What follows belongs to an exercise in optimizing a design on an open flow for small area, a short achievable clock period and few clock cycles per item; a production flow would make more cautious choices.
Where RTL was checked, it was by simulation tests only, not by an equivalence proof against the original.
No functional check of the RTL was part of runs 2 and 3.

==> flow/design.v (outline; a module is shown in full before it is edited, if it fits) <==
// module tau_arith: 2525 lines
module tau_arith (
    input  wire        clk,
    input  wire        rst,           
    input  wire        in_valid,
    output wire        in_ready,
    input  wire        in_fn,         
    input  wire [63:0] in_a,
    input  wire [63:0] in_b,
    output reg         out_valid,
    output reg  [63:0] out_result,
    output reg         out_range
);
  // ...
==> flow/flow/run.sh <==
#!/bin/bash
# The standard layout, with repair_timing asked for more setup slack than the
# clock period needs (so that it sizes the critical paths up), and the port
# buffers made with sky130_fd_sc_hd__buf_2.
set -euo pipefail
bash standard.sh SETUP_SLACK_MARGIN=8 CORE_UTILIZATION=50 "BUFFER_PORTS_ARGS=-buffer_cell sky130_fd_sc_hd__buf_2" finish > standard_make.log 2>&1
==> flow/standard.sh <==
#!/bin/bash
# synth_recipe.tcl (not shown) runs the flow's synth.tcl, then flattens the netlist and writes it again
# the make line also repeats each setting of config.mk as NAME=value (left out here)
make -C /OpenROAD-flow-scripts/flow DESIGN_CONFIG=/design/flow/config.mk WORK_HOME=/design/flow/orfs CLKGATE_MAP_FILE= SYNTH_SCRIPT=/design/flow/synth_recipe.tcl "${@:-finish}"
==> flow/config.mk <==
export PLATFORM = sky130hd
export DESIGN_NAME = tau_arith
export DESIGN_NICKNAME = tau_arith
export VERILOG_FILES = /design/flow/design.v
export SDC_FILE = /design/flow/constraint.sdc
export NUM_CORES = 4
export LEC_CHECK = 0
export CAP_MARGIN = 20
export CORE_MARGIN = 2
export CORE_UTILIZATION = 40
export SLEW_MARGIN = 20
==> flow/constraint.sdc <==
create_clock -name core_clock -period 14.0 [get_ports {clk}]
set_input_delay 2.8000 -clock core_clock [delete_from_list [all_inputs] [get_ports {clk}]]
set_output_delay 2.8000 -clock core_clock [all_outputs]
set_load 0.01 [all_outputs]
==> results.py, run 1 <==
metrics = {
    "outcome": {
        "status": "finished clean",
    },
    "critical_path": {
        "worst_setup_path_end_kind": "register",
        "r2r_start": "s1_d[4]",
        "arrival_ns": 6.32,
        "worstPathRequired_ns": 14.36,
        "cp_top_family": "compound AO/OA/AOI/OAI gates",
        "ff2ff_path_depth": 18,
        "crit_type": "register to register",
    },
    "finish": {
        "multi_input_area_um2": 21600,
        "clkbuf_count": 52,
        "nFillCells": 5260,
        "largest_register_ffs": 64,
    },
    "logic_synthesis": {
        "synth.avg_cell_area_um2": 9.17,
        "synth_edf_count": 103,
        "synth_common_cells": "inv_1 (415), fa_1 (316), nor2_1 (243)",
    },
    "sta": {
        "finalSetupTns_ns": 0,
        "worst_pin_slew_ns": 1.21,
        "rsz0062_at_grt": "yes",
        "clock_skew_ns": 0.0323,
        "period_needed_ns": 5.96,
        "setup_viol": 0,
    },
    "clock_tree": {
        "ctsResizeCount": 111,
        "ctsHtreeMaxLevel": 2,
        "root_buffer": "clkbuf_16",
    },
    "drt": {
        "drc": 0,
        "drt-pass1-iter-count": 6,
        "wl_met3_um": 11200,
        "vias": 27506,
    },
    "global_routing": {
        "grt_pass1_wl_um": 169000,
        "grt_max_degree": 79,
        "globalRouteTotalUtil": 0.356,
        "grt_pass1_vias": 26813,
    },
    "placement": {
        "dp.cells": 4213,
    },
}
Testbench counts, summed over its fixed seeds: cycles 32,152, items 16,000.
==> run 2, diff against run 1 <==
--- a/flow/design.v
+++ b/flow/design.v
@@ -32,18 +32,18 @@
     reg  [1:0] w_x;               
     reg        w_rng;             
     wire last  = busy & (cnt == 3'd1);
     wire s2_add = s1_v & ~s1_fn & ~s1_rng;
     wire s2_res = s1_v & (s1_fn | s1_rng);
     wire [2:0] cnt_set = s1_m1 ? 3'd1 : s1_m3 ? 3'd3 : 3'd7;
     wire busy_n  = s2_add | (busy & ~last);
     wire last_n  = s2_add ? s1_m1 : (busy & (cnt == 3'd2));
-    wire wres_n  = s2_res;
-    assign in_ready = ~busy_n | last_n;
+    wire wres_n  = s2_res & last;
+    assign in_ready = (~busy_n | last_n) & (~wres_n | last_n);
     wire [20:0] rem  = w_r;
     wire [25:0] rp   = {rem, dq[34:30]};
     wire [32:0] ge;
     genvar gi;
     assign ge[0]  = 1'b1;
     assign ge[32] = 1'b0;
     generate
         for (gi = 1; gi < 32; gi = gi + 1) begin : g_cmp
@@ -2483,33 +2483,36 @@
         end
     end
     wire [5:0]  pl    = {1'b0, sec_b[4:0]} + {1'b0, d};
     wire [31:0] sec_v = {pl[5] ? ph1 : ph0, pl[4:0]};
     always @(posedge clk) begin
         if (last) begin
             out_result <= {sec_v, 2'b00, r_step, w_lo};
             out_range  <= 1'b0;
-        end else begin
+        end else if (wres) begin
             out_result <= {w_sec, w_x, w_r, w_lo};
             out_range  <= w_rng;
+        end else begin
+            out_result <= s1_rng ? 64'd0 : sum[63:0];
+            out_range  <= s1_rng;
         end
     end
     always @(posedge clk) begin
         if (rst) begin
             busy      <= 1'b0;
             wres      <= 1'b0;
             out_valid <= 1'b0;
         end else begin
             if (busy) begin
                 dq  <= {dq[29:0], d};
                 cnt <= cnt - 3'd1;
                 w_r <= r_step;
             end
-            out_valid <= last | wres;
+            out_valid <= last | wres | s2_res;
             busy <= busy_n;
             wres <= wres_n;
             if (s2_add) begin
                 cnt   <= cnt_set;
                 dq    <= dq_init;
                 w_r   <= r_init;
                 w_sec <= sec_k;
                 w_lo  <= sum[8:0];
==> flow/flow/run.sh (replaced) <==
#!/bin/bash
# The standard layout, with repair_timing asked for more setup slack than the
# clock period needs (so that it sizes the critical paths up), and the port
# buffers made with sky130_fd_sc_hd__buf_2.
set -euo pipefail
bash standard.sh SETUP_SLACK_MARGIN=8 "BUFFER_PORTS_ARGS=-buffer_cell sky130_fd_sc_hd__buf_2" finish > standard_make.log 2>&1
==> results.py, run 2 <==
metrics = {
    "outcome": {
        "status": "finished clean",
    },
    "drt": {
        "drt-total-wl_um": 123000,
        "viasPerCell": 5.91,
        "first_iter_violations": 3490,
        "ant_nets": 0,
        "wl_per_cell_um": 25.5,
        "vias": 28460,
        "drc": 0,
        "drt-pass1-iter-count": 8,
    },
    "finish": {
        "top_register": "out_result",
        "final_layout_size_suffix_gt1_frac": 0.205,
        "layout_commonest_cell": "inv_1",
        "stdcell_count": 4814,
        "largest_register_ffs": 64,
        "area_growth_pct": 20.5,
        "final_cell_mix": "inv_1 (409), fa_1 (303), nand2_1 (225), nor2_1 (213), dfxtp_1 (206)",
        "fin_nets": 4408,
        "reg.largest.list": "out_result: 64 flops, dq: 35 flops",
    },
    "logic_synthesis": {
        "yosysWarnings": 1,
        "synth-main-ff-cell": "dfxtp_1",
        "async_flop_share": 0,
        "synth-seq-area-share": 0.253,
        "ys_ff_latch": 344,
        "synth_area_leaders": "fa_1 (20%), dfxtp_1 (15%), edfxtp_1 (9.9%), ha_1 (8.7%), inv_1 (5.2%)",
        "syn_nets": 4111,
        "synth.avg_cell_area_um2": 9.09,
        "synth_area_um2": 31300,
        "synth.most_common_cell": "inv_1",
        "synth_edf_count": 103,
        "synth_common_cells": "inv_1 (432), fa_1 (316), dfxtp_1 (241)",
        "synth_cells": 3444,
        "yosysUniqueCellTypes": 94,
        "synth_top_area_frac": 0.202,
        "yosys.area.top_type": "fa_1",
    },
    "critical_path": {
        "arrival_ns": 6.74,
        "worstPathRequired_ns": 14.40,
        "startpoint_type": "register",
        "critPathMaxFanout": 3,
        "worst_setup_path_end_kind": "register",
        "crit_type": "register to register",
    },
    "global_routing": {
        "antenna_found_initial": 3,
        "met1_usage": 0.378,
        "gr-max-usage-layer": "met2",
        "met2_usage": 0.472,
        "globalRouteTotalUtil": 0.297,
        "grt-ovfl-total": 0,
        "grt_max_degree": 84,
        "grt_pass1_wl_um": 181000,
        "grt_pass1_vias": 28288,
        "grt.met3_usage": 0.0641,
    },
    "floorplan": {
        "rows": 102,
        "dieArea_um2": 80600,
        "start_util": 0.404,
        "fp.coreArea_um2": 77500,
        "die_x_um": 284,
        "die_height_um": 284,
        "io_pins": 199,
    },
    "placement": {
        "place_ws_ns": 6.70,
        "dp.cells": 4572,
        "gp_congestion": 1.10,
        "io_buffers": 198,
        "hpwlAfterDp_um": 93700,
    },
    "sta": {
        "period_needed_ns": 6.34,
        "worst_pin_slew_ns": 1.28,
        "rsz0062_at_grt": "yes",
        "min_period_over_period": 0.453,
        "fin_ws_ns": 7.66,
        "fmax_ghz": 0.158,
        "slew-limit-headroom": 0.142,
        "finalSetupTns_ns": 0,
        "drv_slew": 0,
        "setup_viol": 0,
        "clock_skew_ns": 0.0348,
        "finalHoldViolations": 0,
        "holdWs_ns": 0.440,
    },
    "clock_tree": {
        "cts_tree": "built",
        "ctsHtreeMaxLevel": 2,
        "clock-sinks": 344,
        "clk_latency_ns": 0.60,
        "cts_max_path_buffers": 3,
        "cts.clk_slew.worst_paths_ns": 0.07,
        "root_buffer": "clkbuf_16",
        "cts_buffers": 41,
    },
    "job": {
        "cap_violations": 0,
    },
    "worst_hold_path": {
        "hold_class": "register to register",
    },
}
[run 2: critical path, stage by stage (launching register included)]
cell	delay, ns
edfxtp_1	0.51
buf_6	0.19
or4b_4	0.53
nor4_4	0.29
a31oi_1	0.12
o21a_2	0.17
o31ai_4	0.09
nand2_4	0.08
a311o_1	0.31
or3_4	0.38
or4b_4	0.56
ha_4	0.18
inv_2	0.05
fa_2	0.20
nor2b_2	0.05
o211ai_1	0.26
a31oi_2	0.21
a211oi_4	0.36
buf_4	0.18
inv_2	0.03
buf_4	0.12
fa_1	0.39
xnor2_1	0.16
and3_1	0.16
a221o_1	0.28
a221oi_1	0.24
[run 2: what timing repair did]
item,CTS,global route
cloned,2,0
hold buffers,0,0
buffers inserted,106,58
setup endpoints to repair,106,82
pin swaps,36,61
resized for setup,214,148
[run 2: cell type report]
type | instances | area (µm²)
Fill cell | 7412 | 39700
Multi-Input combinational cell | 2509 | 22600
Sequential cell | 344 | 8010
Timing Repair Buffer | 410 | 2770
Inverter | 435 | 1700
Tap cell | 1040 | 1300
Clock buffer | 59 | 1210
Clock inverter | 15 | 186
Antenna cell | 2 | 5.00
[run 2: logic make-up (layout without fill, tap and decap cells)]
kind of cell / after synthesis / after routing / share of synthesized area
adder cells (fa/ha/maj): 535 / 535 / 0.289
other: 0 / 2 / 0
multiplexers: 30 / 30 / 0.00995
AO/OA/AOI/OAI: 833 / 833 / 0.178
AND/OR/NAND/NOR: 956 / 956 / 0.154
XOR/XNOR: 155 / 155 / 0.0433
flip-flops: 344 / 344 / 0.253
buffers and inverters: 591 / 919 / 0.0723
[run 2: metrics by stage]
stage,instance area (µm²),util
finish,37700,0.487
global route,37700,0.487
CTS,36500,0.472
detailed placement,33400,0.431
global placement,33400,0.431
floorplan,31300,-
[run 2: worst paths after layout]
kind | startpoint | slack (ns) | depth (start not counted) | endpoint
worst min-delay path | w_lo[6] | 0.44 | 2 | out_result[6]
worst max register to register | dq[30] | 7.66 | 25 | w_r[13]
worst max-delay path | dq[30] | 7.66 | 25 | w_r[13]
worst min register to register | w_lo[6] | 0.44 | 2 | out_result[6]
[run 2: per-layer routing]
layer	vias up	wire, µm
met5	-	30
met4	4	7930
met3	451	11100
met2	1626	55300
met1	13742	48400
li1	12637	-
==> run 3, diff against run 2 <==
==> flow/flow/run.sh (replaced) <==
#!/bin/bash
# The standard layout, with repair_timing asked for more setup slack than the
# clock period needs (so that it sizes the critical paths up), and the port
# buffers made with sky130_fd_sc_hd__buf_2.
set -euo pipefail
bash standard.sh SETUP_SLACK_MARGIN=9 "BUFFER_PORTS_ARGS=-buffer_cell sky130_fd_sc_hd__buf_2" finish > standard_make.log 2>&1
==> results.py, run 3 <==
metrics = {
    "critical_path": {
        "crit_type": "register to register",
        "worst_setup_path_end_kind": "register",
        "worstPathRequired_ns": 14.35,
        "critPathMaxFanout": 5,
        "arrival_ns": 6.62,
        "startpoint_type": "register",
        "worst_path_largest_cell_delay_ns": 0.45,
        "critPathSlowestCell": "edfxtp_1",
    },
    "drt": {
        "vias": 29459,
        "drc": 0,
        "ant_nets": 0,
        "viasPerCell": 5.93,
        "first_iter_violations": 2932,
        "drt-pass1-iter-count": 9,
        "wl_per_cell_um": 25.7,
        "drt-total-wl_um": 128000,
    },
    "logic_synthesis": {
        "synth.most_common_cell": "inv_1",
        "synth_cells": 3444,
        "async_flop_share": 0,
        "yosysUniqueCellTypes": 94,
        "syn_nets": 4111,
        "yosysWarnings": 1,
        "synth_common_cells": "inv_1 (432), fa_1 (316), dfxtp_1 (241)",
        "synth_top_area_frac": 0.202,
        "synth_edf_count": 103,
        "ys_ff_latch": 344,
        "synth_area_leaders": "fa_1 (20%), dfxtp_1 (15%), edfxtp_1 (9.9%), ha_1 (8.7%), inv_1 (5.2%)",
        "synth_area_um2": 31300,
        "yosys.area.top_type": "fa_1",
        "synth.avg_cell_area_um2": 9.09,
        "synth-main-ff-cell": "dfxtp_1",
        "synth-seq-area-share": 0.253,
    },
    "job": {
        "cap_violations": 0,
    },
    "global_routing": {
        "grt_pass1_vias": 29204,
        "grt_max_degree": 64,
        "globalRouteTotalUtil": 0.303,
        "grt_pass1_wl_um": 186000,
        "antenna_found_initial": 4,
        "grt-ovfl-total": 0,
    },
    "worst_hold_path": {
        "hold_class": "register to register",
    },
    "floorplan": {
        "start_util": 0.404,
        "io_pins": 199,
        "rows": 102,
        "dieArea_um2": 80600,
        "fp.coreArea_um2": 77500,
        "die_x_um": 284,
        "die_height_um": 284,
    },
    "sta": {
        "clock_skew_ns": 0.0323,
        "fmax_ghz": 0.159,
        "holdWs_ns": 0.454,
        "slew-limit-headroom": 0.246,
        "min_period_over_period": 0.448,
        "setup_viol": 0,
        "finalHoldViolations": 0,
        "finalSetupTns_ns": 0,
        "worst_pin_slew_ns": 1.13,
        "fin_ws_ns": 7.72,
        "rsz0062_at_grt": "yes",
        "period_needed_ns": 6.28,
        "drv_slew": 0,
    },
    "placement": {
        "place_ws_ns": 6.90,
        "gp_congestion": 0.999,
        "dp.cells": 4572,
        "hpwlAfterDp_um": 93900,
        "io_buffers": 198,
    },
    "finish": {
        "largest_register_ffs": 64,
        "top_register": "out_result",
        "final_cell_mix": "inv_1 (386), fa_1 (280), buf_4 (255), nand2_1 (209), dfxtp_1 (204)",
        "reg.largest.list": "out_result: 64 flops, dq: 35 flops",
        "stdcell_count": 4966,
        "area_growth_pct": 32.6,
        "layout_commonest_cell": "inv_1",
        "multi_input_area_um2": 24700,
        "final_layout_size_suffix_gt1_frac": 0.310,
        "regArea_um2": 8030,
        "fin_nets": 4560,
        "nFillCells": 6931,
    },
    "clock_tree": {
        "clk_latency_ns": 0.60,
        "cts_max_path_buffers": 3,
        "ctsHtreeMaxLevel": 2,
        "cts_tree": "built",
        "cts_buffers": 41,
        "ctsHoldBuffers": 0,
        "root_buffer": "clkbuf_16",
        "cts.clk_slew.worst_paths_ns": 0.07,
        "clock-sinks": 344,
    },
    "outcome": {
        "status": "finished clean",
    },
}
[run 3: cell counts after synthesis]
No cell type changed its count.
[run 3: worst max-delay path, delay by kind of cell, from the launching register on]
family / cells / cell delay, ns
buffers and inverters: 6 / 0.69
AND/OR/NAND/NOR: 10 / 2.19
adder cells (fa/ha/maj): 3 / 0.88
XOR/XNOR: 1 / 0.20
AO/OA/AOI/OAI: 9 / 1.57
flip-flops: 1 / 0.45
[run 3: worst paths after layout]
path / slack, ns / to / start / cells after the start
worst max-delay path: 7.72 / w_r[19] / dq[32] / 29
worst min-delay path: 0.45 / out_result[6] / w_lo[6] / 2
worst max register to register: 7.72 / w_r[19] / dq[32] / 29
worst min register to register: 0.45 / out_result[6] / w_lo[6] / 2
[run 3: through the flow]
stage | utilization | area, µm²
floorplan | - | 31600
global placement | 0.434 | 33700
detailed placement | 0.434 | 33700
CTS | 0.504 | 39000
global route | 0.536 | 41500
finish | 0.536 | 41500
[run 3: layer usage]
layer	vias up	wire [µm]	share of wire	track usage
met4	2	9920	0.078	0.183
met1	14281	48700	0.38	0.370
met3	540	10600	0.083	0.0632
met2	1673	58400	0.46	0.494
li1	12963	-	-	-
met5	-	13	0.00010	0
[run 3: layout make-up]
cell class                 instances  share of cell area
tap                             1040              0.0313
inverter                         435              0.0417
timing repair buffer             562               0.106
multi-input combinational       2509               0.595
sequential                       344               0.193
clock buffer                      56              0.0278
clock inverter                    18             0.00413
antenna                            2            0.000121
[run 3: kinds of logic (layout without fill, tap and decap cells)]
| family | count (synthesis) | count (layout) | share of synthesized area |
|---|---|---|---|
| flip-flops | 344 | 344 | 0.253 |
| other | 0 | 2 | 0 |
| buffers and inverters | 591 | 1071 | 0.0723 |
| multiplexers | 30 | 30 | 0.00995 |
| XOR/XNOR | 155 | 155 | 0.0433 |
| AND/OR/NAND/NOR | 956 | 956 | 0.154 |
| adder cells (fa/ha/maj) | 535 | 535 | 0.289 |
| AO/OA/AOI/OAI | 833 | 833 | 0.178 |
[run 3: repair_timing]
item | 4_1_cts | 5_1_grt
cloned | 1 | 5
pin swaps | 166 | 194
resized for setup | 520 | 305
endpoints found under the setup margin | 137 | 132
buffers inserted | 186 | 126

==> afterwards: timing with drivers on the ports <==
In the flow no input, the clock included, has a driving cell. The finished layouts below were timed again as built, in two steps.
Step 1 sets driving cells, clkbuf_16 on the clock port and buf_2 on the other inputs (assumed; they add their load-dependent delay and slew).
Step 2 moves the port delays by t, midway between the first and last clock arrival at a register: inputs arrive t later, outputs are due t later. That takes back most of the time a late clock gives input paths.
Three values: no drivers, after step 1, after step 2; two values: the first two.
run	shift t [ns]	slack for setup (ns)	hold WS [ns]	worst setup path at the end
run 1	0.653	8.040 / 8.040 / 7.605	0.335 / 0.335 / 0.335	input to register
run 2	0.647	7.664 / 7.664 / 7.664	0.440 / 0.440 / 0.440	register to register
run 3	0.659	7.725 / 7.725 / 7.725	0.454 / 0.454 / 0.454	register to register
After both steps setup and hold are still met in every run listed. The setup slack of run 1, which loses most, moves by 0.000 ns with the drivers and by -0.435 ns with both steps.
